This design comes from an exercise in tuning for small area, a short achievable clock period and few clock cycles on the open sky130 flow, not from production work.
Only simulation tests tie the RTL to the original design; equivalence was not proved.

==> design/flow/config.mk <==
export PLATFORM = sky130hd
export DESIGN_NAME = dig_ctx
export DESIGN_NICKNAME = dig_ctx
export VERILOG_FILES = /design/flow/design.v
export SDC_FILE = /design/flow/constraint.sdc
export NUM_CORES = 4
export LEC_CHECK = 0
export CAP_MARGIN = 20
export CORE_MARGIN = 2
export CORE_UTILIZATION = 40
export PLACE_DENSITY = 0.6
export SETUP_SLACK_MARGIN = 5
export SLEW_MARGIN = 20
==> design/flow/constraint.sdc <==
create_clock -name core_clock -period 10.0 [get_ports {clk}]
set_input_delay 2.0000 -clock core_clock [delete_from_list [all_inputs] [get_ports {clk}]]
set_output_delay 2.0000 -clock core_clock [all_outputs]
set_load 0.01 [all_outputs]
==> design/flow/design.v <==
module dig_ctx (
  input             clk,
  input             rst,           
  input             open_valid,    
  input      [2:0]  open_alg,      
  input             rel,           
  input             exp_we,        
  input      [2:0]  exp_idx,
  input      [31:0] exp_data,
  input             in_valid,      
  input      [31:0] in_data,
  input             in_last,
  input      [2:0]  in_nbytes,     
  output            in_ready,
  output reg [1:0]  open_resp,     
  output            ctx_busy,
  output            ctx_finished,
  output reg        equal,
  output reg        no_expected,
  output reg [15:0] not_equal_cnt
);
  localparam [1:0] RESP_NONE = 2'd0, RESP_OK = 2'd1, RESP_BUSY = 2'd2, RESP_BAD = 2'd3;
  localparam [2:0] S_FREE = 3'd0,   
                   S_PRO  = 3'd1,   
                   S_RUN  = 3'd2,   
                   S_CMP  = 3'd3,   
                   S_FIN  = 3'd4;   
  localparam [255:0] IV = {32'h6a09e667, 32'hbb67ae85, 32'h3c6ef372, 32'ha54ff53a,
                           32'h510e527f, 32'h9b05688c, 32'h1f83d9ab, 32'h5be0cd19};
  reg [2:0]  state;
  reg [6:0]  kidx;         
  reg [31:0] w [0:15];     
  reg [31:0] qa [0:3];     
  reg [31:0] qe [0:3];     
  reg [31:0] exp_v [0:7];  
  reg [7:0]  exp_wr;       
  reg [31:0] p;            
  reg [31:0] len;          
  reg        fin;          
  reg        pad80;        
  reg        lenhi;        
  reg        final_blk;    
  reg        first;        
  reg        eq_acc;       
  reg        r63_q;        
  reg        init_q;       
  reg [31:0] a, b, c, d, e, f, g, hh;
  integer i;
  reg [31:0] k_t;
  always @(*) begin
    case (kidx[5:0])
      6'd0: k_t = 32'h428a2f98;
      6'd1: k_t = 32'h71374491;
      6'd2: k_t = 32'hb5c0fbcf;
      6'd3: k_t = 32'he9b5dba5;
      6'd4: k_t = 32'h3956c25b;
      6'd5: k_t = 32'h59f111f1;
      6'd6: k_t = 32'h923f82a4;
      6'd7: k_t = 32'hab1c5ed5;
      6'd8: k_t = 32'hd807aa98;
      6'd9: k_t = 32'h12835b01;
      6'd10: k_t = 32'h243185be;
      6'd11: k_t = 32'h550c7dc3;
      6'd12: k_t = 32'h72be5d74;
      6'd13: k_t = 32'h80deb1fe;
      6'd14: k_t = 32'h9bdc06a7;
      6'd15: k_t = 32'hc19bf174;
      6'd16: k_t = 32'he49b69c1;
      6'd17: k_t = 32'hefbe4786;
      6'd18: k_t = 32'h0fc19dc6;
      6'd19: k_t = 32'h240ca1cc;
      6'd20: k_t = 32'h2de92c6f;
      6'd21: k_t = 32'h4a7484aa;
      6'd22: k_t = 32'h5cb0a9dc;
      6'd23: k_t = 32'h76f988da;
      6'd24: k_t = 32'h983e5152;
      6'd25: k_t = 32'ha831c66d;
      6'd26: k_t = 32'hb00327c8;
      6'd27: k_t = 32'hbf597fc7;
      6'd28: k_t = 32'hc6e00bf3;
      6'd29: k_t = 32'hd5a79147;
      6'd30: k_t = 32'h06ca6351;
      6'd31: k_t = 32'h14292967;
      6'd32: k_t = 32'h27b70a85;
      6'd33: k_t = 32'h2e1b2138;
      6'd34: k_t = 32'h4d2c6dfc;
      6'd35: k_t = 32'h53380d13;
      6'd36: k_t = 32'h650a7354;
      6'd37: k_t = 32'h766a0abb;
      6'd38: k_t = 32'h81c2c92e;
      6'd39: k_t = 32'h92722c85;
      6'd40: k_t = 32'ha2bfe8a1;
      6'd41: k_t = 32'ha81a664b;
      6'd42: k_t = 32'hc24b8b70;
      6'd43: k_t = 32'hc76c51a3;
      6'd44: k_t = 32'hd192e819;
      6'd45: k_t = 32'hd6990624;
      6'd46: k_t = 32'hf40e3585;
      6'd47: k_t = 32'h106aa070;
      6'd48: k_t = 32'h19a4c116;
      6'd49: k_t = 32'h1e376c08;
      6'd50: k_t = 32'h2748774c;
      6'd51: k_t = 32'h34b0bcb5;
      6'd52: k_t = 32'h391c0cb3;
      6'd53: k_t = 32'h4ed8aa4a;
      6'd54: k_t = 32'h5b9cca4f;
      6'd55: k_t = 32'h682e6ff3;
      6'd56: k_t = 32'h748f82ee;
      6'd57: k_t = 32'h78a5636f;
      6'd58: k_t = 32'h84c87814;
      6'd59: k_t = 32'h8cc70208;
      6'd60: k_t = 32'h90befffa;
      6'd61: k_t = 32'ha4506ceb;
      6'd62: k_t = 32'hbef9a3f7;
      default: k_t = 32'hc67178f2;
    endcase
  end
  wire run     = (state == S_RUN);
  wire r63     = r63_q;                   
  wire init    = init_q;
  wire blk_run  = run && (kidx <= 7'd14 || kidx >= 7'd63) && !final_blk;
  wire blk_word = (state == S_PRO) || (state == S_FIN) || blk_run;
  wire sch_word = run && kidx >= 7'd15 && kidx <= 7'd62;
  wire need_in  = (state == S_FIN) || ((state == S_PRO || blk_run) && !fin);
  wire adv      = !need_in || in_valid;
  wire accept   = need_in && in_valid;
  wire [3:0] widx = kidx[3:0] + 4'd1;    
  wire exp_ok = exp_we && (state == S_PRO || state == S_RUN) && !fin;
  wire has_exp = |exp_wr;
  assign in_ready     = need_in;
  assign ctx_busy     = (state != S_FREE);
  assign ctx_finished = (state == S_FIN);
  reg [31:0] last_word;
  always @(*) begin
    case (in_nbytes)
      3'd0:    last_word = 32'h80000000;
      3'd1:    last_word = {in_data[31:24], 24'h800000};
      3'd2:    last_word = {in_data[31:16], 16'h8000};
      3'd3:    last_word = {in_data[31:8], 8'h80};
      default: last_word = in_data;
    endcase
  end
  wire [31:0] in_word  = in_last ? last_word : in_data;
  wire [2:0]  in_count = in_last ? (in_nbytes > 3'd4 ? 3'd4 : in_nbytes) : 3'd4;
  wire [31:0] len_hi = {29'd0, len[31:29]};
  wire [31:0] len_lo = {len[28:0], 3'b000};
  reg [31:0] pad_word;
  always @(*) begin
    if (!pad80)
      pad_word = 32'h80000000;
    else if (widx == 4'd14)
      pad_word = len_hi;
    else if (widx == 4'd15 && lenhi)
      pad_word = len_lo;
    else
      pad_word = 32'd0;
  end
  function [31:0] csa_s(input [31:0] x, input [31:0] y, input [31:0] z);
    csa_s = x ^ y ^ z;
  endfunction
  function [31:0] csa_c(input [31:0] x, input [31:0] y, input [31:0] z);
    csa_c = {(x[30:0] & y[30:0]) | (x[30:0] & z[30:0]) | (y[30:0] & z[30:0]), 1'b0};
  endfunction
  function [31:0] ks_add(input [31:0] x, input [31:0] y);
    reg [31:0] gg, pp, g2, p2;
    integer l, k;
    begin
      gg = x & y;
      pp = x ^ y;
      for (l = 1; l < 32; l = l * 2) begin
        g2 = gg; p2 = pp;
        for (k = l; k < 32; k = k + 1) begin
          g2[k] = gg[k] | (pp[k] & gg[k - l]);
          p2[k] = pp[k] & pp[k - l];
        end
        gg = g2; pp = p2;
      end
      ks_add = (x ^ y) ^ {gg[30:0], 1'b0};
    end
  endfunction
  wire [31:0] s1  = {e[5:0], e[31:6]} ^ {e[10:0], e[31:11]} ^ {e[24:0], e[31:25]};
  wire [31:0] ch  = (e & f) ^ (~e & g);
  wire [31:0] s0  = {a[1:0], a[31:2]} ^ {a[12:0], a[31:13]} ^ {a[21:0], a[31:22]};
  wire [31:0] maj = (a & b) ^ (a & c) ^ (b & c);
  wire [31:0] xa = r63 ? qa[2] : 32'd0;
  wire [31:0] xe = r63 ? qe[2] : 32'd0;
  wire [31:0] e1s = csa_s(p, d, xe),      e1c = csa_c(p, d, xe);
  wire [31:0] e2s = csa_s(e1s, e1c, ch),  e2c = csa_c(e1s, e1c, ch);
  wire [31:0] e3s = csa_s(e2s, e2c, s1),  e3c = csa_c(e2s, e2c, s1);
  wire [31:0] e_new = ks_add(e3s, e3c);
  wire [31:0] a1s = csa_s(p, xa, ch),     a1c = csa_c(p, xa, ch);
  wire [31:0] b1s = csa_s(maj, s0, s1),   b1c = csa_c(maj, s0, s1);
  wire [31:0] a2s = csa_s(a1s, a1c, b1s), a2c = csa_c(a1s, a1c, b1s);
  wire [31:0] a4s = csa_s(a2s, a2c, b1c), a4c = csa_c(a2s, a2c, b1c);
  wire [31:0] a_new = ks_add(a4s, a4c);
  wire [31:0] sum_a = qa[3] + (first ? 32'd0 : a);
  wire [31:0] sum_e = qe[3] + (first ? 32'd0 : e);
  wire ff_add = run && kidx >= 7'd62;     
  wire ff_h0  = run && kidx == 7'd1;      
  wire [31:0] p_h   = r63 ? qe[1] : g;
  wire [31:0] p_new = p_h + k_t + w[15];
  wire [31:0] ws0   = {w[1][6:0], w[1][31:7]} ^ {w[1][17:0], w[1][31:18]} ^ (w[1] >> 3);
  wire [31:0] ws1   = {w[14][16:0], w[14][31:17]} ^ {w[14][18:0], w[14][31:19]} ^ (w[14] >> 10);
  wire [31:0] w_sch = ws1 + w[9] + ws0 + w[0];
  wire [31:0] w_in  = sch_word ? w_sch : (need_in ? in_word : pad_word);
  wire        w_sh  = (sch_word || blk_word) && adv;
  wire [1:0]  cix   = 2'd0 - kidx[1:0];
  wire [31:0] exp_d = exp_wr[cix]      ? exp_v[cix]      : 32'd0;
  wire [31:0] exp_h = exp_wr[{1'b1, cix}] ? exp_v[{1'b1, cix}] : 32'd0;
  wire        cmp_now = (d == exp_d) && (hh == exp_h);
  wire        eq_all  = eq_acc && cmp_now;
  wire start = (state == S_PRO || state == S_FIN) && accept;   
  wire shift_st = (run || state == S_CMP) && adv;
  always @(posedge clk) begin
    if (w_sh) begin
      for (i = 0; i < 15; i = i + 1) w[i] <= w[i + 1];
      w[15] <= w_in;
    end
    if (run && adv) p <= p_new;
    if (shift_st) begin
      a <= init ? IV[255:224] : a_new;
      e <= init ? IV[127:96]  : e_new;
      if (r63) begin
        b <= sum_a; c <= qa[0]; d <= qa[1];
        f <= sum_e; g <= qe[0]; hh <= qe[1];
      end else begin
        b <= a; c <= b; d <= c;
        f <= e; g <= f; hh <= g;
      end
    end
  end
  always @(posedge clk) begin
    if (start) begin
      qa[0] <= IV[191:160]; qa[1] <= IV[159:128]; qa[2] <= IV[255:224]; qa[3] <= IV[223:192];
      qe[0] <= IV[63:32];   qe[1] <= IV[31:0];    qe[2] <= IV[127:96];  qe[3] <= IV[95:64];
    end else if ((ff_add || ff_h0) && adv) begin
      qa[0] <= ff_h0 ? a : sum_a; qa[1] <= qa[0]; qa[2] <= qa[1]; qa[3] <= qa[2];
      qe[0] <= ff_h0 ? e : sum_e; qe[1] <= qe[0]; qe[2] <= qe[1]; qe[3] <= qe[2];
    end
  end
  always @(posedge clk) begin
    if (exp_ok)
      exp_v[exp_idx] <= exp_data;
  end
  always @(posedge clk) begin
    if (rst) begin
      state         <= S_FREE;
      open_resp     <= RESP_NONE;
      equal         <= 1'b0;
      no_expected   <= 1'b0;
      not_equal_cnt <= 16'd0;
      kidx          <= 7'd0;
      exp_wr        <= 8'd0;
      len           <= 32'd0;
      fin           <= 1'b0;
      pad80         <= 1'b0;
      lenhi         <= 1'b0;
      final_blk     <= 1'b0;
      first         <= 1'b1;
      eq_acc        <= 1'b1;
      r63_q         <= 1'b0;
      init_q        <= 1'b0;
    end else begin
      if (!open_valid)
        open_resp <= RESP_NONE;
      else if (state != S_FREE)
        open_resp <= RESP_BUSY;
      else if (open_alg != 3'd0)
        open_resp <= RESP_BAD;
      else
        open_resp <= RESP_OK;
      if (exp_ok) exp_wr[exp_idx] <= 1'b1;
      if (rel) begin
        state       <= S_FREE;
        r63_q       <= 1'b0;
        init_q      <= 1'b0;
        equal       <= 1'b0;
        no_expected <= 1'b0;
      end else if (state == S_FREE) begin
        if (open_valid && open_alg == 3'd0) begin
          state     <= S_PRO;
          exp_wr    <= 8'd0;
          len       <= 32'd0;
          fin       <= 1'b0;
          pad80     <= 1'b0;
          lenhi     <= 1'b0;
          final_blk <= 1'b0;
        end
      end else begin
        if (blk_word && adv) begin
          if (accept) begin
            if (in_last) begin
              fin   <= 1'b1;
              pad80 <= (in_count != 3'd4);
            end
          end else begin
            if (pad80) begin
              if (widx == 4'd14) lenhi <= 1'b1;
              if (widx == 4'd15 && lenhi) final_blk <= 1'b1;
            end
            pad80 <= 1'b1;
          end
        end
        if (accept) len <= (start ? 32'd0 : len) + {29'd0, in_count};
        if (start) begin
          state       <= S_RUN;
          kidx        <= 7'd64;
          r63_q       <= 1'b1;
          init_q      <= 1'b1;
          first       <= 1'b1;
          equal       <= 1'b0;
          no_expected <= 1'b0;
          if (state == S_FIN) begin
            exp_wr    <= 8'd0;
            lenhi     <= 1'b0;
            final_blk <= 1'b0;
            if (!in_last) begin
              fin   <= 1'b0;
              pad80 <= 1'b0;
            end
          end
        end else if (run && adv) begin
          if (kidx == 7'd1) first <= 1'b0;
          r63_q  <= (kidx == 7'd63);
          init_q <= 1'b0;
          if (kidx == 7'd64 && final_blk) begin
            state <= S_CMP;
            kidx  <= 7'd1;
          end else begin
            kidx <= (kidx == 7'd64) ? 7'd1 : kidx + 7'd1;
          end
        end else if (state == S_CMP) begin
          eq_acc <= (kidx == 7'd1 ? 1'b1 : eq_acc) && cmp_now;
          kidx   <= kidx + 7'd1;
          if (kidx == 7'd4) begin
            state       <= S_FIN;
            equal       <= has_exp && (eq_acc && cmp_now);
            no_expected <= !has_exp;
            if (!(has_exp && eq_acc && cmp_now) && not_equal_cnt != 16'hffff)
              not_equal_cnt <= not_equal_cnt + 16'd1;
          end
        end
      end
    end
  end
endmodule
==> design/flow/run.sh <==
#!/bin/bash
# synth_recipe.tcl (not shown) runs the flow's synth.tcl, then flattens the netlist and writes it again
# the make line also repeats each setting of config.mk as NAME=value (left out here)
make -C /OpenROAD-flow-scripts/flow DESIGN_CONFIG=/design/flow/config.mk WORK_HOME=/design/flow/orfs CLKGATE_MAP_FILE= SYNTH_SCRIPT=/design/flow/synth_recipe.tcl finish
==> results of run 1 <==
## metal layers
layer	share of wire [%]	up-vias	GRT usage [%]	wire, um
met5	0.010	-	0	23
met2	46	1885	36.95	106400
met1	42	26260	31.81	96690
met4	4.3	4	9.271	9801
li1	-	23510	-	-
met3	7.3	425	4.483	16710
## cells by family (layout without fill, tap and decap cells)
logic type,after synthesis,after routing,share of synthesized area (%)
other,0,2,0
flip-flops,1422,1422,51.79
AO/OA/AOI/OAI,1230,1230,10.68
adder cells (fa/ha/maj),540,540,12.02
AND/OR/NAND/NOR,1762,1762,10.97
buffers and inverters,770,1073,4.013
XOR/XNOR,450,450,5.228
multiplexers,294,294,5.306
## through the flow
| stage | hold WS (ns) | utilization, % | setup slack (ns) |
|---|---|---|---|
| final | 0.3896 | 46.59 | 4.777 |
| after global routing | 0.3998 | 46.59 | 4.664 |
| after CTS | 0.3921 | 45.86 | 4.759 |
| after detailed placement | 0.4045 | 42.06 | 3.295 |
| after global placement | 0.4001 | 42.05 | 3.112 |
| after floorplan | 0.4003 | - | 3.592 |
## path summary, 6_finish.rpt
check        slack, ns                   to
min reg2reg       0.39  w[10][20]$_DFFE_PP_
min               0.39  w[10][20]$_DFFE_PP_
max               4.78  a[28]$_SDFFCE_PP0P_
max reg2reg       4.78  a[28]$_SDFFCE_PP0P_
## Yosys cell counts, types with 20 or more instances
cell / count / area share [%]
a211oi_1: 37 / 0.37
a21o_1: 93 / 0.93
a21oi_1: 388 / 2.6
a221oi_1: 30 / 0.35
a311oi_1: 34 / 0.40
a31oi_1: 62 / 0.51
and2_1: 91 / 0.76
and3_1: 44 / 0.37
buf_2: 48 / 0.32
clkbuf_1: 273 / 1.4
dfxtp_1: 366 / 9.7
edfxtp_1: 1056 / 42
fa_1: 312 / 8.3
ha_1: 213 / 3.5
inv_1: 420 / 2.1
mux2_2: 185 / 2.8
mux2i_1: 43 / 0.57
mux4_2: 66 / 2.0
nand2_1: 720 / 3.6
nand2b_1: 34 / 0.28
nand3_1: 199 / 1.3
nand4_1: 25 / 0.21
nor2_1: 330 / 1.6
nor2b_1: 83 / 0.69
nor3_1: 102 / 0.68
nor4bb_1: 23 / 0.31
o211ai_1: 37 / 0.37
o21a_1: 61 / 0.61
o21ai_0: 216 / 1.4
o21bai_1: 20 / 0.20
o311ai_0: 31 / 0.36
o32ai_1: 26 / 0.30
xnor2_1: 334 / 3.9
xor2_1: 116 / 1.3
## critical path, stage by stage, from the launching register on
cell       delay (ns)
edfxtp_1         0.41
buf_6            0.16
xnor2_4          0.14
xnor2_2          0.24
fa_1             0.47
fa_1             0.49
inv_1            0.05
fa_1             0.49
inv_2            0.05
ha_4             0.15
inv_2            0.05
fa_2             0.23
nor2b_4          0.05
o2111ai_2        0.20
nand3b_1         0.26
a311oi_2         0.36
a21boi_4         0.13
a2111oi_4        0.39
o21bai_2         0.14
buf_4            0.15
a21oi_2          0.12
xor2_1           0.16
nor2_1           0.05
## what timing repair did
item | 4_1_cts | 5_1_grt
setup buffers | 113 | 63
endpoints found under the setup margin | 181 | 87
pin swaps | 31 | 84
resized for setup | 149 | 156
gates cloned | 3 | 1
## final cells by class
cell class / instances / area, sq um
Fill cell: 16780 / 100200
Sequential cell: 1422 / 39050
Multi-Input combinational cell: 4276 / 35000
Clock buffer: 197 / 4298
Timing Repair Buffer: 356 / 3263
Tap cell: 2495 / 3122
Inverter: 426 / 1614
Clock inverter: 93 / 1047
Timing Repair inverter: 1 / 5.005
Antenna cell: 2 / 5.005
## registers in the layout, indices dropped and copies added, names as in the netlist, 7 cells and up
name / cells
a: 32
b: 32
c: 32
d: 32
e: 32
exp_v: 256
exp_wr: 8
f: 32
g: 32
hh: 32
k_t: 32
kidx: 7
len: 32
not_equal_cnt: 16
p: 32
qa: 128
qe: 128
w: 512
==> impl_metrics.json, run 1 <==
{
  "status": "complete, no violations",
  "worst_pin_slew_ns": 1.215,
  "hold_start": "w[11][20]$_DFFE_PP_",
  "synthArstFlopShare_pct": 0,
  "post_synth.cell_area_avg_sq_um": 11.65,
  "cts-root-buf": "clkbuf_16",
  "nets": 7246,
  "portBuffers": 102,
  "grt.overflow.total": 0,
  "relSlewSlack_pct": 18.71,
  "holdPathStages": 0,
  "instances_no_fill": 9268,
  "antenna_found_initial": 16,
  "synth-edff-count": 1056,
  "syn_inst": 6468,
  "drtAntennaViolNets": 0,
  "grt_first_pass_wirelength_um": 332600,
  "syn_nets": 7073,
  "clock-sinks": 1422,
  "layout_commonest_cell": "edfxtp_1",
  "track_usage_pct": 23.41,
  "layout-drive-gt1-share_pct": 15.39,
  "hp-class": "reg2reg",
  "syn_area_sq_um": 75380,
  "tritoncts": "done",
  "via_count": 52090,
  "grt_max_degree": 182,
  "htree_levels": 4,
  "clock_latency_ns": 0.84,
  "drtIter0Drc": 5329,
  "finalSetupViolCount": 0,
  "hpwlAfterDp_um": 159600,
  "r2r-start": "a[24]$_SDFFCE_PP0P_",
  "avgRoutedWirePerCell_um": 24.77,
  "rsz0062_at_grt": "true",
  "fp-row-count": 159,
  "gp_congestion": 0.9274,
  "reg2regPathDepth": 22,
  "grt_pass1_vias": 49710,
  "path_class": "reg2reg",
  "cap_violations": 0,
  "start_kind": "flop",
  "period_minus_slack_ns": 5.223,
  "endpoint_kind": "flop",
  "die_area_sq_um": 191900,
  "mostFrequentLayoutCells": "1056 x edfxtp_1, 716 x nand2_1, 410 x inv_1",
  "drtPass1Iterations": 6,
  "clkTransAtPathRegs_ns": 0.06,
  "yosysUniqueCellTypes": 96,
  "fin_crit_sh_pct": 52.23,
  "cts_buffers": 158,
  "yosys_warnings": 4,
  "coreArea_sq_um": 187600,
  "fin_skew_ns": 0.05886,
  "area_delta_synth_final_pct": 15.95,
  "synth_ff_type": "edfxtp_1",
  "cp.arrival_ns": 5.76,
  "design_area_sq_um": 87410,
  "finalHoldViolCount": 0,
  "placed_cells": 8794,
  "clockBufferDepth": 3,
  "cp_max_fo": 3,
  "fmax_mhz": 191.5,
  "io_pins": 103,
  "required_ns": 10.53,
  "die_h_um": 438.1,
  "slew_violations": 0,
  "yosysSeqAreaShare_pct": 51.79,
  "cts_hold_buf": 0,
  "fin_setup_tns_ns": 0,
  "wl_um": 229600,
  "dpl-instance-area_sq_um": 78900,
  "setup.worst_path.start": "a[24]$_SDFFCE_PP0P_",
  "drc_errors": 0,
  "ys_ff_latch": 1422,
  "die_w_um": 438.1,
  "viasPerCell": 5.620,
  "initial_core_util_pct": 40.18
}
Testbench counts, summed over its fixed seeds: cycles 91,266.
==> run 2: changes to the inputs <==
--- a/design/flow/config.mk
+++ b/design/flow/config.mk
@@ -9,5 +9,5 @@
 export CORE_MARGIN = 2
 export CORE_UTILIZATION = 40
 export PLACE_DENSITY = 0.6
-export SETUP_SLACK_MARGIN = 5
+export SETUP_SLACK_MARGIN = 4
 export SLEW_MARGIN = 20
==> run 2 against run 1 <==
  * Clock skew increased by 0.0028 ns
  * Die area unchanged
  * Synthesized cell count stayed put
  * Critical path depth down 7
  * Sequential cell count stayed put
  * Design area shrank 3.2%
  * Fmax is 11% lower
  * Via count down 2.3%
  * Non-clock buffer count fell by 149
  * Hold slack improved by 0.0072 ns
==> impl_metrics.json, run 2 <==
{
  "status": "complete, no violations",
  "drc_errors": 0,
  "critPathBufInv": 0,
  "worst_pin_slew_ns": 1.219,
  "start_kind": "flop",
  "path_class": "reg2reg",
  "gp_congestion": 0.9170,
  "htree_levels": 4,
  "cts_buffers": 155,
  "grt_busiest_layer": "met2",
  "slowest_stage": "o41ai_1",
  "post_synth.cell_area_avg_sq_um": 11.65,
  "fin_setup_tns_ns": 0,
  "top_register": "w",
  "yosysUniqueCellTypes": 96,
  "clock_latency_ns": 0.85,
  "cts-root-buf": "clkbuf_16",
  "portBuffers": 102,
  "met3_usage_pct": 3.531,
  "cp_max_fo": 6,
  "ys_top_cells_by_area": "edfxtp_1 42%, dfxtp_1 9.7%, fa_1 8.3%, xnor2_1 3.9%, nand2_1 3.6%",
  "synth_ff_type": "edfxtp_1",
  "period_minus_slack_ns": 5.866,
  "grt_pass1_vias": 48950,
  "synth.top_cell.area_share_pct": 42.07,
  "fin_crit_sh_pct": 58.66,
  "dp_slack_ns": 3.233,
  "coreArea_sq_um": 187600,
  "cap_violations": 0,
  "dpl-instance-area_sq_um": 78870,
  "layout_commonest_cell": "edfxtp_1",
  "final.setup.worst_slack_ns": 4.134,
  "ys_ff_latch": 1422,
  "cp_cell_sequence": "xnor2_1, xnor2_1, fa_1, fa_1, ha_1, a21o_1, a221o_1, a21oi_1, a41oi_1, a41oi_1, a211oi_1, a41o_1, o41ai_1, xor2_1, a21oi_1",
  "clock-sinks": 1422,
  "area_delta_synth_final_pct": 12.21,
  "use_met2_pct": 36.25,
  "die_w_um": 438.1,
  "initial_core_util_pct": 40.18,
  "synth_commonest_cells": "1056 x edfxtp_1, 720 x nand2_1, 420 x inv_1, 388 x a21oi_1, 366 x dfxtp_1",
  "io_pins": 103,
  "met1_usage_pct": 31.49,
  "synthArstFlopShare_pct": 0,
  "design_area_sq_um": 84580,
  "cts_hold_buf": 0,
  "cpPeakStageDelay_ns": 0.67,
  "yosysSeqAreaShare_pct": 51.79,
  "layout-drive-gt1-share_pct": 10.39,
  "via_count": 50880,
  "fp-row-count": 159,
  "wl_um": 220600,
  "finalHoldViolCount": 0,
  "synth-edff-count": 1056,
  "reg_top3": "w x512, exp_v x256",
  "slew_violations": 0,
  "syn_area_sq_um": 75380,
  "clockBufferDepth": 3,
  "holdPathStages": 0,
  "grt_max_degree": 196,
  "yosys_warnings": 4,
  "clkTransAtPathRegs_ns": 0.06,
  "track_usage_pct": 22.68,
  "drtAntennaViolNets": 0,
  "drtPass1Iterations": 6,
  "cp_top_family": "compound AO/OA/AOI/OAI gates",
  "avgRoutedWirePerCell_um": 24.20,
  "die_area_sq_um": 191900,
  "fmax_mhz": 170.5,
  "fin_skew_ns": 0.06171,
  "rsz0062_at_grt": "false",
  "reg2regPathDepth": 15,
  "yosysTopAreaCell": "edfxtp_1",
  "endpoint_kind": "flop",
  "mostFrequentLayoutCells": "1056 x edfxtp_1, 719 x nand2_1, 419 x inv_1",
  "tritoncts": "done",
  "syn_nets": 7073,
  "antenna_found_initial": 13,
  "syn_inst": 6468,
  "critical_path_depth": 15,
  "rrSetupSlack_ns": 4.13,
  "drtIter0Drc": 5343,
  "hpwlAfterDp_um": 158100,
  "nets": 7093,
  "finalSetupViolCount": 0,
  "die_h_um": 438.1,
  "required_ns": 10.52,
  "cp.arrival_ns": 6.39,
  "hp-class": "reg2reg",
  "largest_reg_flops": 512,
  "grt_first_pass_wirelength_um": 324800,
  "synthMostInstantiatedCell": "edfxtp_1",
  "relSlewSlack_pct": 18.70,
  "viasPerCell": 5.580,
  "grt.overflow.total": 0
}
==> run 2: cell counts after synthesis <==
No cell type changed its count.
==> run 2: layout make-up <==
type / instances / area, sq um
antenna: 3 / 7.507
inverter: 426 / 1603
sequential: 1422 / 39050
timing repair buffer: 207 / 1896
clock inverter: 89 / 1077
clock buffer: 200 / 4223
tap: 2495 / 3122
fill: 17110 / 103000
multi-input combinational: 4276 / 33610
==> run 2: worst paths after layout <==
check	from	endpoint
max	w[14][28]$_DFFE_PP_	w[15][30]$_DFFE_PP_
min	w[11][31]$_DFFE_PP_	w[10][31]$_DFFE_PP_
max reg2reg	w[14][28]$_DFFE_PP_	w[15][30]$_DFFE_PP_
min reg2reg	w[11][31]$_DFFE_PP_	w[10][31]$_DFFE_PP_
==> run 2: metrics by stage <==
step,cells,utilization [%],hold WS [ns]
global placement,8793,42.03,0.4004
floorplan,6468,-,0.4003
CTS,9086,44.89,0.3944
global route,9115,45.08,0.4093
detailed placement,8795,42.04,0.4045
finish,9118,45.09,0.3968
==> run 2: logic make-up (layout without fill, tap and decap cells) <==
logic type | after synthesis | count (layout) | share of synthesized area, %
other | 0 | 3 | 0
buffers and inverters | 770 | 922 | 4.013
and+or+nand+nor | 1762 | 1762 | 10.97
DFF | 1422 | 1422 | 51.79
AOI/OAI and AO/OA | 1230 | 1230 | 10.68
xor gates and xnor gates | 450 | 450 | 5.228
adders and majority gates | 540 | 540 | 12.02
muxes | 294 | 294 | 5.306
==> run 2: metal layers <==
metal  routed length (um)  vias to the layer above  share of wire (%)
met3                13720                      368                6.2
met1                95810                    25620                 43
met4                 7700                        4                3.5
met2               103400                     1699                 47
met5                   27                        -              0.012
li1                     -                    23190                  -
==> run 2: what timing repair did <==
action	CTS	global route
gates resized for setup	5	22
endpoints found under the setup margin	11	18
pin swaps	0	1
buffers inserted	2	29
==> run 2: worst reg2reg max path: cells and delay by family, from the launching register on <==
family / cells / cell delay [ns]
AOI/OAI and AO/OA: 9 / 2.71
xor gates and xnor gates: 3 / 0.93
adders and majority gates: 3 / 1.39
DFF: 1 / 0.52
==> run 3: changes to the inputs <==
--- a/design/flow/design.v
+++ b/design/flow/design.v
@@ -193,8 +193,9 @@
   wire [31:0] a2s = csa_s(a1s, a1c, b1s), a2c = csa_c(a1s, a1c, b1s);
   wire [31:0] a4s = csa_s(a2s, a2c, b1c), a4c = csa_c(a2s, a2c, b1c);
   wire [31:0] a_new = ks_add(a4s, a4c);
-  wire [31:0] sum_a = qa[3] + (first ? 32'd0 : a);
-  wire [31:0] sum_e = qe[3] + (first ? 32'd0 : e);
+  wire cmp = (state == S_CMP);
+  wire [31:0] sum_a = (cmp ? 32'd0 : qa[3]) + (first ? 32'd0 : a);
+  wire [31:0] sum_e = (cmp ? 32'd0 : qe[3]) + (first ? 32'd0 : e);
   wire ff_add = run && kidx >= 7'd62;     
   wire ff_h0  = run && kidx == 7'd1;      
   wire [31:0] p_h   = r63 ? qe[1] : g;
@@ -204,11 +205,10 @@
   wire [31:0] w_sch = ws1 + w[9] + ws0 + w[0];
   wire [31:0] w_in  = sch_word ? w_sch : (need_in ? in_word : pad_word);
   wire        w_sh  = (sch_word || blk_word) && adv;
-  wire [1:0]  cix   = 2'd0 - kidx[1:0];
-  wire [31:0] exp_d = exp_wr[cix]      ? exp_v[cix]      : 32'd0;
-  wire [31:0] exp_h = exp_wr[{1'b1, cix}] ? exp_v[{1'b1, cix}] : 32'd0;
-  wire        cmp_now = (d == exp_d) && (hh == exp_h);
-  wire        eq_all  = eq_acc && cmp_now;
+  wire [1:0]  cix   = 2'd1 - kidx[1:0];
+  wire [31:0] exp_a = exp_wr[cix]         ? exp_v[cix]         : 32'd0;
+  wire [31:0] exp_e = exp_wr[{1'b1, cix}] ? exp_v[{1'b1, cix}] : 32'd0;
+  wire        cmp_now = (sum_a == exp_a) && (sum_e == exp_e);
   wire start = (state == S_PRO || state == S_FIN) && accept;   
   wire shift_st = (run || state == S_CMP) && adv;
   always @(posedge clk) begin
@@ -330,16 +330,14 @@
             kidx <= (kidx == 7'd64) ? 7'd1 : kidx + 7'd1;
           end
         end else if (state == S_CMP) begin
-          eq_acc <= (kidx == 7'd1 ? 1'b1 : eq_acc) && cmp_now;
-          kidx   <= kidx + 7'd1;
-          if (kidx == 7'd4) begin
-            state       <= S_FIN;
-            equal       <= has_exp && (eq_acc && cmp_now);
-            no_expected <= !has_exp;
-            if (!(has_exp && eq_acc && cmp_now) && not_equal_cnt != 16'hffff)
-              not_equal_cnt <= not_equal_cnt + 16'd1;
-          end
+          state       <= S_FIN;
+          equal       <= has_exp && eq_acc && cmp_now;
+          no_expected <= !has_exp;
+          if (!(has_exp && eq_acc && cmp_now) && not_equal_cnt != 16'hffff)
+            not_equal_cnt <= not_equal_cnt + 16'd1;
         end
+        if (run && adv && kidx >= 7'd62)
+          eq_acc <= (kidx == 7'd62 ? 1'b1 : eq_acc) && cmp_now;
       end
     end
   end
--- a/design/flow/config.mk
+++ b/design/flow/config.mk
@@ -9,5 +9,5 @@
 export CORE_MARGIN = 2
 export CORE_UTILIZATION = 40
 export PLACE_DENSITY = 0.6
-export SETUP_SLACK_MARGIN = 4
+export SETUP_SLACK_MARGIN = 5
 export SLEW_MARGIN = 20
==> run 3 against run 2 <==
  * Routed wire length grew 17%
  * Via count grew 8.6%
  * First-iteration DRC count grew 5.3%
  * Sequential share of layout area shrank 4.2 points
  * Die area grew 0.14%
  * Synthesized cell count grew 3.3%
  * Register-to-register slack gained 0.17 ns
  * Largest cell class unchanged
  * Highest routed layer is now met4
==> impl_metrics.json, run 3 <==
{
  "status": "complete, no violations",
  "die_h_um": 438.4,
  "yosys_warnings": 4,
  "cap_violations": 0,
  "drtIter0Drc": 5628,
  "finalHoldViolCount": 0,
  "ys_ff_latch": 1390,
  "grt.overflow.total": 0,
  "cts_buffers": 154,
  "coreArea_sq_um": 187600,
  "post_synth.cell_area_avg_sq_um": 11.30,
  "track_usage_pct": 26.22,
  "synth_ff_type": "edfxtp_1",
  "grt_pass1_vias": 52900,
  "yosysUniqueCellTypes": 94,
  "slowest_stage": "edfxtp_1",
  "avgRoutedWirePerCell_um": 26.68,
  "viasPerCell": 5.721,
  "hp-class": "reg2reg",
  "rsz0062_at_grt": "true",
  "holdWs_ns": 0.4103,
  "wl_um": 257600,
  "layout_commonest_cell": "edfxtp_1",
  "yosysSeqAreaShare_pct": 50.44,
  "slew_violations": 0,
  "grt_first_pass_wirelength_um": 369100,
  "io_pins": 103,
  "relSlewSlack_pct": 24.20,
  "syn_area_sq_um": 75490,
  "endpoint_kind": "flop",
  "ys_top_cells_by_area": "edfxtp_1 41%, dfxtp_1 9.7%, fa_1 8.3%, xnor2_1 4.0%, nand2_1 3.7%",
  "antenna_found_initial": 11,
  "fin_setup_tns_ns": 0,
  "clock-sinks": 1390,
  "period_minus_slack_ns": 5.697,
  "fmax_mhz": 175.5,
  "drc_errors": 0,
  "synthMostInstantiatedCell": "edfxtp_1",
  "tritoncts": "done",
  "yosysTopAreaCell": "edfxtp_1",
  "critPathBufInv": 4,
  "clockBufferDepth": 3,
  "cp.arrival_ns": 6.23,
  "drtAntennaViolNets": 0,
  "fin_skew_ns": 0.05113,
  "cpPeakStageDelay_ns": 0.55,
  "die_area_sq_um": 192200,
  "grt_max_degree": 190,
  "top_register": "w",
  "drtPass1Iterations": 6,
  "cp_max_fo": 3,
  "path_class": "reg2reg",
  "mostFrequentLayoutCells": "1024 x edfxtp_1, 727 x nand2_1, 372 x inv_1",
  "synth-edff-count": 1024,
  "fin_crit_sh_pct": 56.97,
  "synthArstFlopShare_pct": 0,
  "worst_pin_slew_ns": 1.131,
  "cts-root-buf": "clkbuf_16",
  "htree_levels": 4,
  "start_kind": "flop",
  "cp_cell_sequence": "buf_6, xnor2_1, xnor2_1, fa_1, fa_1, inv_1, fa_1, inv_2, ha_4, a2111oi_4, nand3_1, o22ai_2, o21ai_2, a221oi_4, a21oi_2, a41o_1, o41ai_4, buf_6, o2111ai_4, a21oi_2, xnor2_1, nor2_1",
  "synth.top_cell.area_share_pct": 40.73,
  "clock_latency_ns": 0.83,
  "gp_congestion": 0.9529,
  "hpwlAfterDp_um": 176600,
  "reg_top3": "w x512, exp_v x256",
  "dpl-instance-area_sq_um": 79230,
  "nets": 7637,
  "cp_top_family": "compound AO/OA/AOI/OAI gates",
  "fp-row-count": 159,
  "design_area_sq_um": 90900,
  "portBuffers": 102,
  "initial_core_util_pct": 40.24,
  "area_delta_synth_final_pct": 20.42,
  "synth_commonest_cells": "1024 x edfxtp_1, 739 x nand2_1, 409 x a21oi_1, 394 x inv_1, 389 x nor2_1",
  "layout-drive-gt1-share_pct": 20.08,
  "die_w_um": 438.4,
  "syn_inst": 6679,
  "finalSetupViolCount": 0,
  "syn_nets": 7285,
  "largest_reg_flops": 512,
  "via_count": 55240,
  "required_ns": 10.54,
  "clkTransAtPathRegs_ns": 0.06
}
## run 3: cell types whose count changed after synthesis, sizes merged, moves of 32 or more
cell and change:
edfxtp -32, and2 +66, clkbuf +34, nor2 +55, o21ai +69
## run 3: metrics by stage
stage / util, % / instances / setup slack (ns)
final: 48.46 / 9655 / 4.303
after global routing: 48.45 / 9653 / 4.141
after CTS: 47.53 / 9548 / 4.212
after global placement: 42.23 / 8996 / 2.471
after detailed placement: 42.23 / 8996 / 2.408
after floorplan: - / 6679 / -0.8821
## run 3: final cells by class
cell class	count	area (sq um)
diodes	2	5.005
clock buffers	200	4169
clock inverters	83	935.9
fillers	16600	96700
inverters	397	1540
multi-input cells	4530	37790
flip-flops and latches	1390	38110
well taps	2495	3122
repair buffers	556	5221
repair inverters	2	10.01
## run 3: kinds of logic (layout without fill, tap and decap cells)
group	count (synthesis)	in the layout	synth area share, %
AOI/OAI and AO/OA	1265	1269	10.68
xor gates and xnor gates	437	437	5.128
adders and majority gates	549	549	12.13
buffers and inverters	764	1238	3.935
DFF	1390	1390	50.44
muxes	303	303	5.365
other	0	2	0
and+or+nand+nor	1971	1972	12.32
## run 3: worst paths after layout
| kind | depth (start not counted) | end | from | slack, ns |
|---|---|---|---|---|
| hold / removal | 0 | w[4][6]$_DFFE_PP_ | w[5][6]$_DFFE_PP_ | 0.41 |
| setup / recovery | 22 | a[31]$_SDFFCE_PP0P_ | a[27]$_SDFFCE_PP1P_ | 4.30 |
| hold reg to reg | 0 | w[4][6]$_DFFE_PP_ | w[5][6]$_DFFE_PP_ | 0.41 |
| setup reg to reg | 22 | a[31]$_SDFFCE_PP0P_ | a[27]$_SDFFCE_PP1P_ | 4.30 |
## run 3: timing repair
item	4_1_cts	5_1_grt
endpoints found under the setup margin	148	112
cloned	11	5
pin swaps	212	173
gates resized for setup	512	183
buffers inserted	258	99
hold buffers	0	0
hold endpoints to repair	0	0
## run 3: routing by layer
metal,global-route usage [%],wire length (um)
met4,11.46,12940
met1,36.14,108100
met3,4.546,20280
met2,40.64,116300
met5,0,0
Testbench counts of run 3, summed over its fixed seeds: cycles 90,690.
==> run 4: changes to the inputs <==
--- a/design/flow/design.v
+++ b/design/flow/design.v
@@ -24,11 +24,15 @@
                    S_PRO  = 3'd1,   
                    S_RUN  = 3'd2,   
                    S_CMP  = 3'd3,   
-                   S_FIN  = 3'd4;   
+                   S_FIN  = 3'd4,   
+                   S_WAIT = 3'd5;   
   localparam [255:0] IV = {32'h6a09e667, 32'hbb67ae85, 32'h3c6ef372, 32'ha54ff53a,
                            32'h510e527f, 32'h9b05688c, 32'h1f83d9ab, 32'h5be0cd19};
   reg [2:0]  state;
   reg [6:0]  kidx;         
+  reg [3:0]  slot;         
+  reg [4:0]  m;            
+  reg [1:0]  rot;          
   reg [31:0] w [0:15];     
   reg [31:0] qa [0:3];     
   reg [31:0] qe [0:3];     
@@ -44,6 +48,7 @@
   reg        eq_acc;       
   reg        r63_q;        
   reg        init_q;       
+  reg        cmp_q;        
   reg [31:0] a, b, c, d, e, f, g, hh;
   integer i;
   reg [31:0] k_t;
@@ -116,16 +121,18 @@
     endcase
   end
   wire run     = (state == S_RUN);
+  wire wt      = (state == S_WAIT);
   wire r63     = r63_q;                   
   wire init    = init_q;
   wire blk_run  = run && (kidx <= 7'd14 || kidx >= 7'd63) && !final_blk;
-  wire blk_word = (state == S_PRO) || (state == S_FIN) || blk_run;
+  wire new_word = (blk_run || wt) && !m[4] && (slot == m[3:0]);
   wire sch_word = run && kidx >= 7'd15 && kidx <= 7'd62;
-  wire need_in  = (state == S_FIN) || ((state == S_PRO || blk_run) && !fin);
-  wire adv      = !need_in || in_valid;
+  wire need_in  = (state == S_FIN) || ((state == S_PRO || new_word) && !fin);
   wire accept   = need_in && in_valid;
-  wire [3:0] widx = kidx[3:0] + 4'd1;    
-  wire exp_ok = exp_we && (state == S_PRO || state == S_RUN) && !fin;
+  wire pad_now  = new_word && fin;
+  wire m_inc    = new_word && (fin || in_valid);
+  wire [4:0] m_next = m + {4'd0, m_inc};
+  wire exp_ok = exp_we && (state == S_PRO || run || wt) && !fin;
   wire has_exp = |exp_wr;
   assign in_ready     = need_in;
   assign ctx_busy     = (state != S_FREE);
@@ -148,9 +155,9 @@
   always @(*) begin
     if (!pad80)
       pad_word = 32'h80000000;
-    else if (widx == 4'd14)
+    else if (slot == 4'd14)
       pad_word = len_hi;
-    else if (widx == 4'd15 && lenhi)
+    else if (slot == 4'd15 && lenhi)
       pad_word = len_lo;
     else
       pad_word = 32'd0;
@@ -193,47 +200,42 @@
   wire [31:0] a2s = csa_s(a1s, a1c, b1s), a2c = csa_c(a1s, a1c, b1s);
   wire [31:0] a4s = csa_s(a2s, a2c, b1c), a4c = csa_c(a2s, a2c, b1c);
   wire [31:0] a_new = ks_add(a4s, a4c);
-  wire cmp = (state == S_CMP);
+  wire cmp = cmp_q;
   wire [31:0] sum_a = (cmp ? 32'd0 : qa[3]) + (first ? 32'd0 : a);
   wire [31:0] sum_e = (cmp ? 32'd0 : qe[3]) + (first ? 32'd0 : e);
-  wire ff_add = run && kidx >= 7'd62;     
+  wire ff_add = (run && kidx >= 7'd62) ||   
+                (wt && rot != 2'd2);        
   wire ff_h0  = run && kidx == 7'd1;      
   wire [31:0] p_h   = r63 ? qe[1] : g;
   wire [31:0] p_new = p_h + k_t + w[15];
   wire [31:0] ws0   = {w[1][6:0], w[1][31:7]} ^ {w[1][17:0], w[1][31:18]} ^ (w[1] >> 3);
   wire [31:0] ws1   = {w[14][16:0], w[14][31:17]} ^ {w[14][18:0], w[14][31:19]} ^ (w[14] >> 10);
   wire [31:0] w_sch = ws1 + w[9] + ws0 + w[0];
-  wire [31:0] w_in  = sch_word ? w_sch : (need_in ? in_word : pad_word);
-  wire        w_sh  = (sch_word || blk_word) && adv;
+  wire [31:0] w_in  = sch_word ? w_sch : accept ? in_word : pad_now ? pad_word : w[0];
   wire [1:0]  cix   = 2'd1 - kidx[1:0];
   wire [31:0] exp_a = exp_wr[cix]         ? exp_v[cix]         : 32'd0;
   wire [31:0] exp_e = exp_wr[{1'b1, cix}] ? exp_v[{1'b1, cix}] : 32'd0;
   wire        cmp_now = (sum_a == exp_a) && (sum_e == exp_e);
   wire start = (state == S_PRO || state == S_FIN) && accept;   
-  wire shift_st = (run || state == S_CMP) && adv;
   always @(posedge clk) begin
-    if (w_sh) begin
-      for (i = 0; i < 15; i = i + 1) w[i] <= w[i + 1];
-      w[15] <= w_in;
-    end
-    if (run && adv) p <= p_new;
-    if (shift_st) begin
-      a <= init ? IV[255:224] : a_new;
-      e <= init ? IV[127:96]  : e_new;
-      if (r63) begin
-        b <= sum_a; c <= qa[0]; d <= qa[1];
-        f <= sum_e; g <= qe[0]; hh <= qe[1];
-      end else begin
-        b <= a; c <= b; d <= c;
-        f <= e; g <= f; hh <= g;
-      end
+    for (i = 0; i < 15; i = i + 1) w[i] <= w[i + 1];
+    w[15] <= w_in;
+    p <= p_new;
+    a <= init ? qa[2] : a_new;
+    e <= init ? qe[2] : e_new;
+    if (r63) begin
+      b <= sum_a; c <= qa[0]; d <= qa[1];
+      f <= sum_e; g <= qe[0]; hh <= qe[1];
+    end else begin
+      b <= a; c <= b; d <= c;
+      f <= e; g <= f; hh <= g;
     end
   end
   always @(posedge clk) begin
     if (start) begin
       qa[0] <= IV[191:160]; qa[1] <= IV[159:128]; qa[2] <= IV[255:224]; qa[3] <= IV[223:192];
       qe[0] <= IV[63:32];   qe[1] <= IV[31:0];    qe[2] <= IV[127:96];  qe[3] <= IV[95:64];
-    end else if ((ff_add || ff_h0) && adv) begin
+    end else if (ff_add || ff_h0) begin
       qa[0] <= ff_h0 ? a : sum_a; qa[1] <= qa[0]; qa[2] <= qa[1]; qa[3] <= qa[2];
       qe[0] <= ff_h0 ? e : sum_e; qe[1] <= qe[0]; qe[2] <= qe[1]; qe[3] <= qe[2];
     end
@@ -260,6 +262,10 @@
       eq_acc        <= 1'b1;
       r63_q         <= 1'b0;
       init_q        <= 1'b0;
+      cmp_q         <= 1'b0;
+      slot          <= 4'd0;
+      m             <= 5'd0;
+      rot           <= 2'd0;
     end else begin
       if (!open_valid)
         open_resp <= RESP_NONE;
@@ -274,6 +280,7 @@
         state       <= S_FREE;
         r63_q       <= 1'b0;
         init_q      <= 1'b0;
+        cmp_q       <= 1'b0;
         equal       <= 1'b0;
         no_expected <= 1'b0;
       end else if (state == S_FREE) begin
@@ -287,19 +294,18 @@
           final_blk <= 1'b0;
         end
       end else begin
-        if (blk_word && adv) begin
-          if (accept) begin
-            if (in_last) begin
-              fin   <= 1'b1;
-              pad80 <= (in_count != 3'd4);
-            end
-          end else begin
-            if (pad80) begin
-              if (widx == 4'd14) lenhi <= 1'b1;
-              if (widx == 4'd15 && lenhi) final_blk <= 1'b1;
-            end
-            pad80 <= 1'b1;
+        slot <= slot + 4'd1;
+        m    <= m_next;
+        if (accept && in_last) begin
+          fin   <= 1'b1;
+          pad80 <= (in_count != 3'd4);
+        end
+        if (pad_now) begin
+          if (pad80) begin
+            if (slot == 4'd14) lenhi <= 1'b1;
+            if (slot == 4'd15 && lenhi) final_blk <= 1'b1;
           end
+          pad80 <= 1'b1;
         end
         if (accept) len <= (start ? 32'd0 : len) + {29'd0, in_count};
         if (start) begin
@@ -308,6 +314,8 @@
           r63_q       <= 1'b1;
           init_q      <= 1'b1;
           first       <= 1'b1;
+          slot        <= 4'd1;
+          m           <= 5'd1;
           equal       <= 1'b0;
           no_expected <= 1'b0;
           if (state == S_FIN) begin
@@ -319,24 +327,40 @@
               pad80 <= 1'b0;
             end
           end
-        end else if (run && adv) begin
+        end else if (run) begin
           if (kidx == 7'd1) first <= 1'b0;
           r63_q  <= (kidx == 7'd63);
           init_q <= 1'b0;
-          if (kidx == 7'd64 && final_blk) begin
+          kidx   <= (kidx == 7'd64) ? 7'd1 : kidx + 7'd1;
+          if (kidx == 7'd15) m <= 5'd0;    
+          if (kidx == 7'd14 && !m_next[4]) begin
+            state <= S_WAIT;
+            first <= 1'b1;
+            rot   <= 2'd0;
+            r63_q <= 1'b0;
+          end
+          if (kidx == 7'd64 && final_blk && !init) begin
             state <= S_CMP;
+            cmp_q <= 1'b1;
             kidx  <= 7'd1;
-          end else begin
-            kidx <= (kidx == 7'd64) ? 7'd1 : kidx + 7'd1;
+          end
+        end else if (wt) begin
+          if (rot != 2'd2) rot <= rot + 2'd1;
+          if (slot == 4'd0 && m_next[4] && rot != 2'd0) begin
+            state  <= S_RUN;
+            kidx   <= 7'd64;
+            r63_q  <= 1'b1;
+            init_q <= 1'b1;
           end
         end else if (state == S_CMP) begin
           state       <= S_FIN;
+          cmp_q       <= 1'b0;
           equal       <= has_exp && eq_acc && cmp_now;
           no_expected <= !has_exp;
           if (!(has_exp && eq_acc && cmp_now) && not_equal_cnt != 16'hffff)
             not_equal_cnt <= not_equal_cnt + 16'd1;
         end
-        if (run && adv && kidx >= 7'd62)
+        if (run && kidx >= 7'd62)
           eq_acc <= (kidx == 7'd62 ? 1'b1 : eq_acc) && cmp_now;
       end
     end
==> run 4 against run 3 <==
  * Design area is 6.2% lower
  * Register-to-register slack improved by 0.36 ns
  * Synthesized cell count is 1.5% higher
  * Clock-buffer cell count is 1 higher
  * Critical endpoint is now not_equal_cnt[4]$_SDFFE_PP0P_
  * Highest routed layer is now met5
  * Synthesized area decreased by 8.8%
  * Sequential share of layout area down 5.7 points
  * Via count down 2.9%
  * Critical path type unchanged
  * Critical path depth down 4
==> impl_metrics.json, run 4 <==
{
  "finalSetupViolCount": 0,
  "yosysTopAreaCell": "dfxtp_1",
  "layout_commonest_cell": "dfxtp_1",
  "drtPass1Iterations": 6,
  "slowest_stage": "nor4_4",
  "htree_levels": 4,
  "syn_area_sq_um": 68850,
  "required_ns": 10.68,
  "coreArea_sq_um": 171400,
  "cts-root-buf": "clkbuf_16",
  "holdWs_ns": 0.3081,
  "clockBufferDepth": 3,
  "rsz0062_at_grt": "true",
  "grt_first_pass_wirelength_um": 348200,
  "cp.arrival_ns": 6.02,
  "nets": 7725,
  "grt.overflow.total": 0,
  "gp_congestion": 0.9830,
  "cap_violations": 0,
  "wl_um": 245500,
  "drtAntennaViolNets": 0,
  "cpPeakStageDelay_ns": 0.60,
  "largest_reg_flops": 512,
  "hpwlAfterDp_um": 169900,
  "fin_crit_sh_pct": 53.39,
  "period_minus_slack_ns": 5.339,
  "path_class": "reg2reg",
  "clkTransAtPathRegs_ns": 0.06,
  "fill_cells": 15470,
  "area_delta_synth_final_pct": 23.81,
  "clock_latency_ns": 0.85,
  "start_kind": "flop",
  "drtIter0Drc": 5135,
  "endpoint_kind": "flop",
  "mostFrequentLayoutCells": "1057 x dfxtp_1, 743 x nand2_1, 384 x inv_1",
  "hp-class": "reg2reg",
  "avgRoutedWirePerCell_um": 25.70,
  "synth.top_cell.area_share_pct": 33.32,
  "grt_pass1_vias": 51060,
  "fin_setup_tns_ns": 0,
  "synth_commonest_cells": "1146 x dfxtp_1, 772 x nand2_1, 429 x a21oi_1, 410 x inv_1, 350 x nor2_1",
  "instances_no_fill": 9552,
  "slew_violations": 0,
  "synthArstFlopShare_pct": 0,
  "syn_nets": 7391,
  "drc_errors": 0,
  "yosysSeqAreaShare_pct": 44.48,
  "fin_skew_ns": 0.06877,
  "synthMostInstantiatedCell": "dfxtp_1",
  "relSlewSlack_pct": 22.66,
  "fin_util_pct": 49.75,
  "crit_path_frequent_cell": "nor2b_1",
  "reg_top3": "w x512, exp_v x256",
  "fmax_mhz": 187.3,
  "die_area_sq_um": 175500,
  "layout-drive-gt1-share_pct": 22.26,
  "synth_ff_type": "dfxtp_1",
  "top_register": "w",
  "tritoncts": "done",
  "viasPerCell": 5.618,
  "grt_max_degree": 162,
  "syn_inst": 6780,
  "io_pins": 103,
  "clock-sinks": 1402,
  "cp_cell_sequence": "buf_12, buf_16, nor2b_1, ha_1, nand2_1, o21ai_2, nor2b_1, a21o_1, o21a_1, xnor3_2, o211a_1, o211ai_1, nor4_4, o2111ai_4, buf_6, or4_4, and4_4, mux2_4",
  "yosysUniqueCellTypes": 107,
  "placed_cells": 8898,
  "fp-row-count": 152,
  "worst_pin_slew_ns": 1.152,
  "track_usage_pct": 27.05,
  "portBuffers": 102,
  "initial_core_util_pct": 40.18,
  "cp_max_fo": 15,
  "status": "complete, no violations",
  "post_synth.cell_area_avg_sq_um": 10.16,
  "cts_buffers": 150,
  "ys_ff_latch": 1402,
  "via_count": 53660,
  "die_h_um": 418.9,
  "antenna_found_initial": 8,
  "finalHoldViolCount": 0,
  "synth-edff-count": 256,
  "ys_top_cells_by_area": "dfxtp_1 33%, edfxtp_1 11%, fa_1 9.1%, nand2_1 4.2%, ha_1 4.0%",
  "die_w_um": 418.9,
  "yosys_warnings": 4
}
[run 4: changes by cell type after synthesis, moves of 29 or more]
cell	change
nand2_1	+33
xnor2_1	-36
nor2_1	-39
edfxtp_1	-768
and2_1	-75
o21ai_0	+32
a21o_1	+29
nor2b_1	+75
or3_1	-30
dfxtp_1	+780
xor2_1	+59
[run 4: final timing paths]
| path | from | to | slack [ns] | cells past startpoint |
|---|---|---|---|---|
| max | cmp_q$_SDFFE_PP0P_ | not_equal_cnt[4]$_SDFFE_PP0P_ | 4.66 | 18 |
| min | w[5][20]$_DFF_P_ | w[4][20]$_DFF_P_ | 0.31 | 0 |
| max reg2reg | cmp_q$_SDFFE_PP0P_ | not_equal_cnt[4]$_SDFFE_PP0P_ | 4.66 | 18 |
| min reg2reg | w[5][20]$_DFF_P_ | w[4][20]$_DFF_P_ | 0.31 | 0 |
[run 4: stage by stage]
step                      cell area [sq um]  worst slack [ns]
after floorplan                       69110             4.451
after global placement                72280             2.299
after detailed placement              72280             2.241
after CTS                             82060             4.590
after global routing                  85240             4.458
final                                 85250             4.661
[run 4: kinds of logic after synthesis]
kind of cell               share of synthesized area (%)
muxes                                              6.238
xor gates and xnor gates                           5.993
DFF                                                44.48
and+or+nand+nor                                    12.90
AOI/OAI and AO/OA                                  12.90
buffers and inverters                              4.421
adders and majority gates                          13.07
[run 4: metal layers]
| layer | share of wire [%] | up-vias | global-route usage (%) |
|---|---|---|---|
| li1 | - | 24080 | - |
| met3 | 8.3 | 500 | 5.627 |
| met2 | 45 | 2209 | 42.44 |
| met5 | 0.020 | - | 0 |
| met4 | 4.6 | 8 | 10.89 |
| met1 | 42 | 26860 | 36.39 |
[run 4: area by class of cell]
cell class                 count  area [sq um]  share of cell area (%)
tap                         2310          2890                   3.390
timing repair buffer         550          5648                   6.625
multi-input combinational   4595         38960                   45.70
clock inverter                74          1065                   1.249
clock buffer                 201          4208                   4.936
inverter                     415          1614                   1.893
sequential                  1402         30860                   36.19
antenna                        5         12.51                 0.01468
[run 4: timing repair]
action	4_1_cts	5_1_grt
endpoints found under the setup margin	157	85
hold buffers	0	0
gates resized for setup	569	407
pin swaps	150	203
cloned	14	11
setup buffers	207	142
[run 4: worst max-delay path, delay by kind of cell, from the launching register on]
family	cells	cell delay, ns
AO/OA/AOI/OAI	6	1.45
flip-flops	1	0.50
multiplexers	1	0.28
XOR/XNOR	1	0.33
buffers and inverters	3	0.51
adder cells (fa/ha/maj)	1	0.49
AND/OR/NAND/NOR	6	1.65
Testbench counts of run 4, summed over its fixed seeds: cycles 91,116.
==> run 5: changes to the inputs <==
==> design/flow/flow/run.sh (new file) <==
#!/bin/bash
# Own flow: the standard layout (standard.sh) with one change in synthesis:
# the ABC mapping runs yosys's fast delay-driven script with a 3 ns target
# (abc -fast -D 3000) instead of ORFS's abc_speed script. Everything else,
# including the registers Yosys infers, is the standard flow.
# Logs: flow.log (make and OpenROAD output) and ORFS's own logs under orfs/logs.
set -euo pipefail
here=$(pwd)

# ORFS's synth.tcl with only its abc call changed
sed 's|log_cmd abc {\*}\$abc_args|log_cmd abc {*}[lrange $abc_args 2 end] -fast -D 3000|' \
  "$FLOW_HOME/scripts/synth.tcl" > "$here/synth_fast.tcl"
grep -q 'lrange $abc_args 2 end\] -fast -D 3000' "$here/synth_fast.tcl"

# The standard flow's synthesis script, sourcing that copy
sed "s|source \$::env(SCRIPTS_DIR)/synth.tcl|source $here/synth_fast.tcl|" \
  "$here/synth_recipe.tcl" > "$here/synth_own.tcl"
grep -q "source $here/synth_fast.tcl" "$here/synth_own.tcl"

# The standard flow's layout command, with that synthesis script
sed "s|SYNTH_SCRIPT=[^ ]*synth_recipe.tcl|SYNTH_SCRIPT=$here/synth_own.tcl|" \
  "$here/standard.sh" > "$here/standard_own.sh"
grep -q "SYNTH_SCRIPT=$here/synth_own.tcl" "$here/standard_own.sh"

bash "$here/standard_own.sh" > "$here/flow.log" 2>&1
==> design/flow/standard.sh (new file) <==
#!/bin/bash
# synth_recipe.tcl (not shown) runs the flow's synth.tcl, then flattens the netlist and writes it again
# the make line also repeats each setting of config.mk as NAME=value (left out here)
make -C /OpenROAD-flow-scripts/flow DESIGN_CONFIG=/design/flow/config.mk WORK_HOME=/design/flow/orfs CLKGATE_MAP_FILE= SYNTH_SCRIPT=/design/flow/synth_recipe.tcl "${@:-finish}"
removed: design/flow/run.sh
==> run 5 against run 4 <==
  * Clock-buffer cell count up 5
  * Synthesized cell count is 27% higher
  * Sequential cell count unchanged
  * Global-route usage rose by 3.9 points
  * Critical path depth down 2
  * Utilization shrank 2.4 points
  * Hold slack worse by 0.0067 ns
  * Cell count rose by 17%
  * First-iteration DRC count increased by 14%
  * Via count up 14%
  * Die area increased by 4.2%
==> impl_metrics.json, run 5 <==
{
  "worst_pin_slew_ns": 1.125,
  "ys_top_cells_by_area": "dfxtp_1 32%, edfxtp_1 11%, fa_1 8.7%, nand2_1 7.2%, a21oi_1 5.7%",
  "drc_errors": 0,
  "area_delta_synth_final_pct": 17.69,
  "synthMostInstantiatedCell": "nand2_1",
  "synth_ff_type": "dfxtp_1",
  "via_count": 61010,
  "dp_slack_ns": 1.468,
  "rsz0062_at_grt": "true",
  "grt_pass1_vias": 58630,
  "synth-edff-count": 256,
  "wl_um": 289600,
  "layout_commonest_cell": "nand2_1",
  "portBuffers": 102,
  "clock-sinks": 1402,
  "mostFrequentLayoutCells": "1355 x nand2_1, 1090 x dfxtp_1, 967 x inv_1",
  "largest_reg_flops": 512,
  "cp_max_fo": 5,
  "placed_cells": 10720,
  "htree_levels": 4,
  "cap_violations": 0,
  "hpwlAfterDp_um": 217000,
  "relSlewSlack_pct": 24.05,
  "instances_no_fill": 11190,
  "hp-class": "reg2reg",
  "holdPathStages": 0,
  "drtAntennaViolNets": 0,
  "track_usage_pct": 30.96,
  "cts_buffers": 150,
  "top_register": "w",
  "reg_top3": "w x512, exp_v x256",
  "drtIter0Drc": 5878,
  "syn_area_sq_um": 71770,
  "path_class": "reg2reg",
  "post_synth.cell_area_avg_sq_um": 8.353,
  "cp.arrival_ns": 5.57,
  "rrSetupSlack_ns": 5.09,
  "nets": 9310,
  "syn_inst": 8592,
  "start_kind": "flop",
  "drtPass1Iterations": 6,
  "clock_latency_ns": 0.81,
  "endpoint_kind": "flop",
  "fp-row-count": 155,
  "fin_crit_sh_pct": 49.13,
  "layout-drive-gt1-share_pct": 10.90,
  "finalHoldViolCount": 0,
  "antenna_found_initial": 10,
  "die_h_um": 427.6,
  "initial_core_util_pct": 40.22,
  "avgRoutedWirePerCell_um": 25.89,
  "synth.top_cell.area_share_pct": 31.97,
  "syn_nets": 9203,
  "yosysSeqAreaShare_pct": 42.68,
  "die_w_um": 427.6,
  "cts-root-buf": "clkbuf_16",
  "io_pins": 103,
  "gp_congestion": 1.044,
  "reg2regPathDepth": 16,
  "clockBufferDepth": 3,
  "yosysTopAreaCell": "dfxtp_1",
  "synth_commonest_cells": "1372 x nand2_1, 1146 x dfxtp_1, 999 x inv_1, 891 x nor2_1, 819 x a21oi_1",
  "clkTransAtPathRegs_ns": 0.06,
  "slew_violations": 0,
  "grt_max_degree": 166,
  "final.setup.worst_slack_ns": 5.087,
  "fill_cells": 17450,
  "die_area_sq_um": 182800,
  "ys_ff_latch": 1402,
  "coreArea_sq_um": 178400,
  "synthArstFlopShare_pct": 0,
  "yosysUniqueCellTypes": 57,
  "status": "complete, no violations",
  "period_minus_slack_ns": 4.913,
  "grt.overflow.total": 0,
  "grt_first_pass_wirelength_um": 410400,
  "yosys_warnings": 4,
  "required_ns": 10.66,
  "finalSetupViolCount": 0,
  "fin_setup_tns_ns": 0,
  "viasPerCell": 5.454,
  "fmax_mhz": 203.5,
  "tritoncts": "done",
  "fin_skew_ns": 0.03038
}
[run 5: cell count changes in the layout (fill, tap and decap cells not counted), moves of 104 or more]
cell     previous run  this run
a21o_1            104         0
inv_1             384       967
mux2_2            190         0
nor2b_1           141         0
nor2_1            297       826
nand2_1           743      1355
buf_4             329       178
a21oi_1           382       770
o21ai_0           238       702
[run 5: worst paths after layout]
kind,end,from
setup reg to reg,a[29]$_DFF_P_,e[7]$_DFF_P_
setup / recovery,a[29]$_DFF_P_,e[7]$_DFF_P_
hold reg to reg,w[12][11]$_DFF_P_,w[13][11]$_DFF_P_
hold / removal,w[12][11]$_DFF_P_,w[13][11]$_DFF_P_
[run 5: per-stage QoR]
step | instance area [sq um] | hold slack (ns) | util, %
floorplan | 71820 | 0.3096 | -
CTS | 82750 | 0.3027 | 46.38
detailed placement | 75000 | 0.3121 | 42.03
finish | 84460 | 0.3014 | 47.34
global route | 84450 | 0.3261 | 47.33
global placement | 74990 | 0.3097 | 42.03
[run 5: area by class of cell]
| class | instances | area [sq um] | share of cell area, % |
|---|---|---|---|
| Antenna cell | 7 | 17.52 | 0.02074 |
| Clock buffer | 206 | 4275 | 5.062 |
| Clock inverter | 70 | 834.6 | 0.9881 |
| Inverter | 1019 | 3980 | 4.712 |
| Multi-Input combinational cell | 5779 | 38140 | 45.15 |
| Sequential cell | 1402 | 30740 | 36.39 |
| Tap cell | 2355 | 2947 | 3.489 |
| Timing Repair Buffer | 343 | 3503 | 4.148 |
| Timing Repair inverter | 4 | 31.28 | 0.03703 |
[run 5: what timing repair did]
| action | 4_1_cts | 5_1_grt |
|---|---|---|
| hold buffers | 0 | 0 |
| resized for setup | 356 | 336 |
| pin swaps | 57 | 96 |
| buffers inserted | 105 | 51 |
| setup endpoints to repair | 414 | 150 |
| gates cloned | 14 | 7 |
[run 5: routing by layer]
layer	wire length, um	global-route usage (%)	up-vias
met5	43	0	-
met1	118700	39.63	29940
met3	17840	4.152	548
met4	17000	15.88	8
met2	136000	51.13	2257
li1	-	-	28260
[run 5: worst max-delay path, cell delays in order, from the launching register on]
cell,delay (ns)
dfxtp_2,0.46
xnor2_1,0.18
xor2_1,0.67
fa_1,0.54
inv_1,0.09
fa_1,0.38
inv_1,0.10
fa_1,0.45
inv_1,0.09
ha_1,0.29
a21oi_1,0.26
o21ai_0,0.18
a21oi_1,0.14
o21ai_0,0.17
a41oi_4,0.32
xor2_2,0.29
o21ai_0,0.11
[run 5: cell families after synthesis]
group | synth area share, %
DFF | 42.68
xor gates and xnor gates | 6.700
buffers and inverters | 7.469
adders and majority gates | 12.97
AOI/OAI and AO/OA | 15.28
muxes | 0.01395
and+or+nand+nor | 14.90

separate check: timing with driven ports:
No port has a modelled driver above. Below, the same layouts with a new extraction and two added sets of constraints.
Step 1, drivers: a clkbuf_16 drives clk and a buf_2 each remaining input, both assumed.
Step 2 adds t to the input delays and takes it off the output delays; t is the mean of the earliest and latest rising clock arrival at the registers after step 1. Input paths then give back, and output paths get back, about the clock's delay inside the block.
a / b / c = ideal ports / drivers / drivers and shift; a / b = the first two.
run | shift t [ns] | setup WS [ns] | hold slack, ns
run 1 | 0.904 | 4.777 / 4.777 / 4.275 | 0.390 / 0.390 / 0.390
run 2 | 0.907 | 4.134 / 4.134 / 3.349 | 0.397 / 0.397 / 0.397
run 3 | 0.891 | 4.303 / 4.303 / 4.288 | 0.410 / 0.410 / 0.410
run 4 | 0.906 | 4.661 / 4.661 / 4.162 | 0.308 / 0.308 / 0.308
run 5 | 0.889 | 5.087 / 5.040 / 4.283 | 0.301 / 0.301 / 0.301
After both steps setup and hold are still met in every run listed. The setup slack of run 5, which loses most, moves by -0.047 ns with the drivers and by -0.804 ns with both steps.
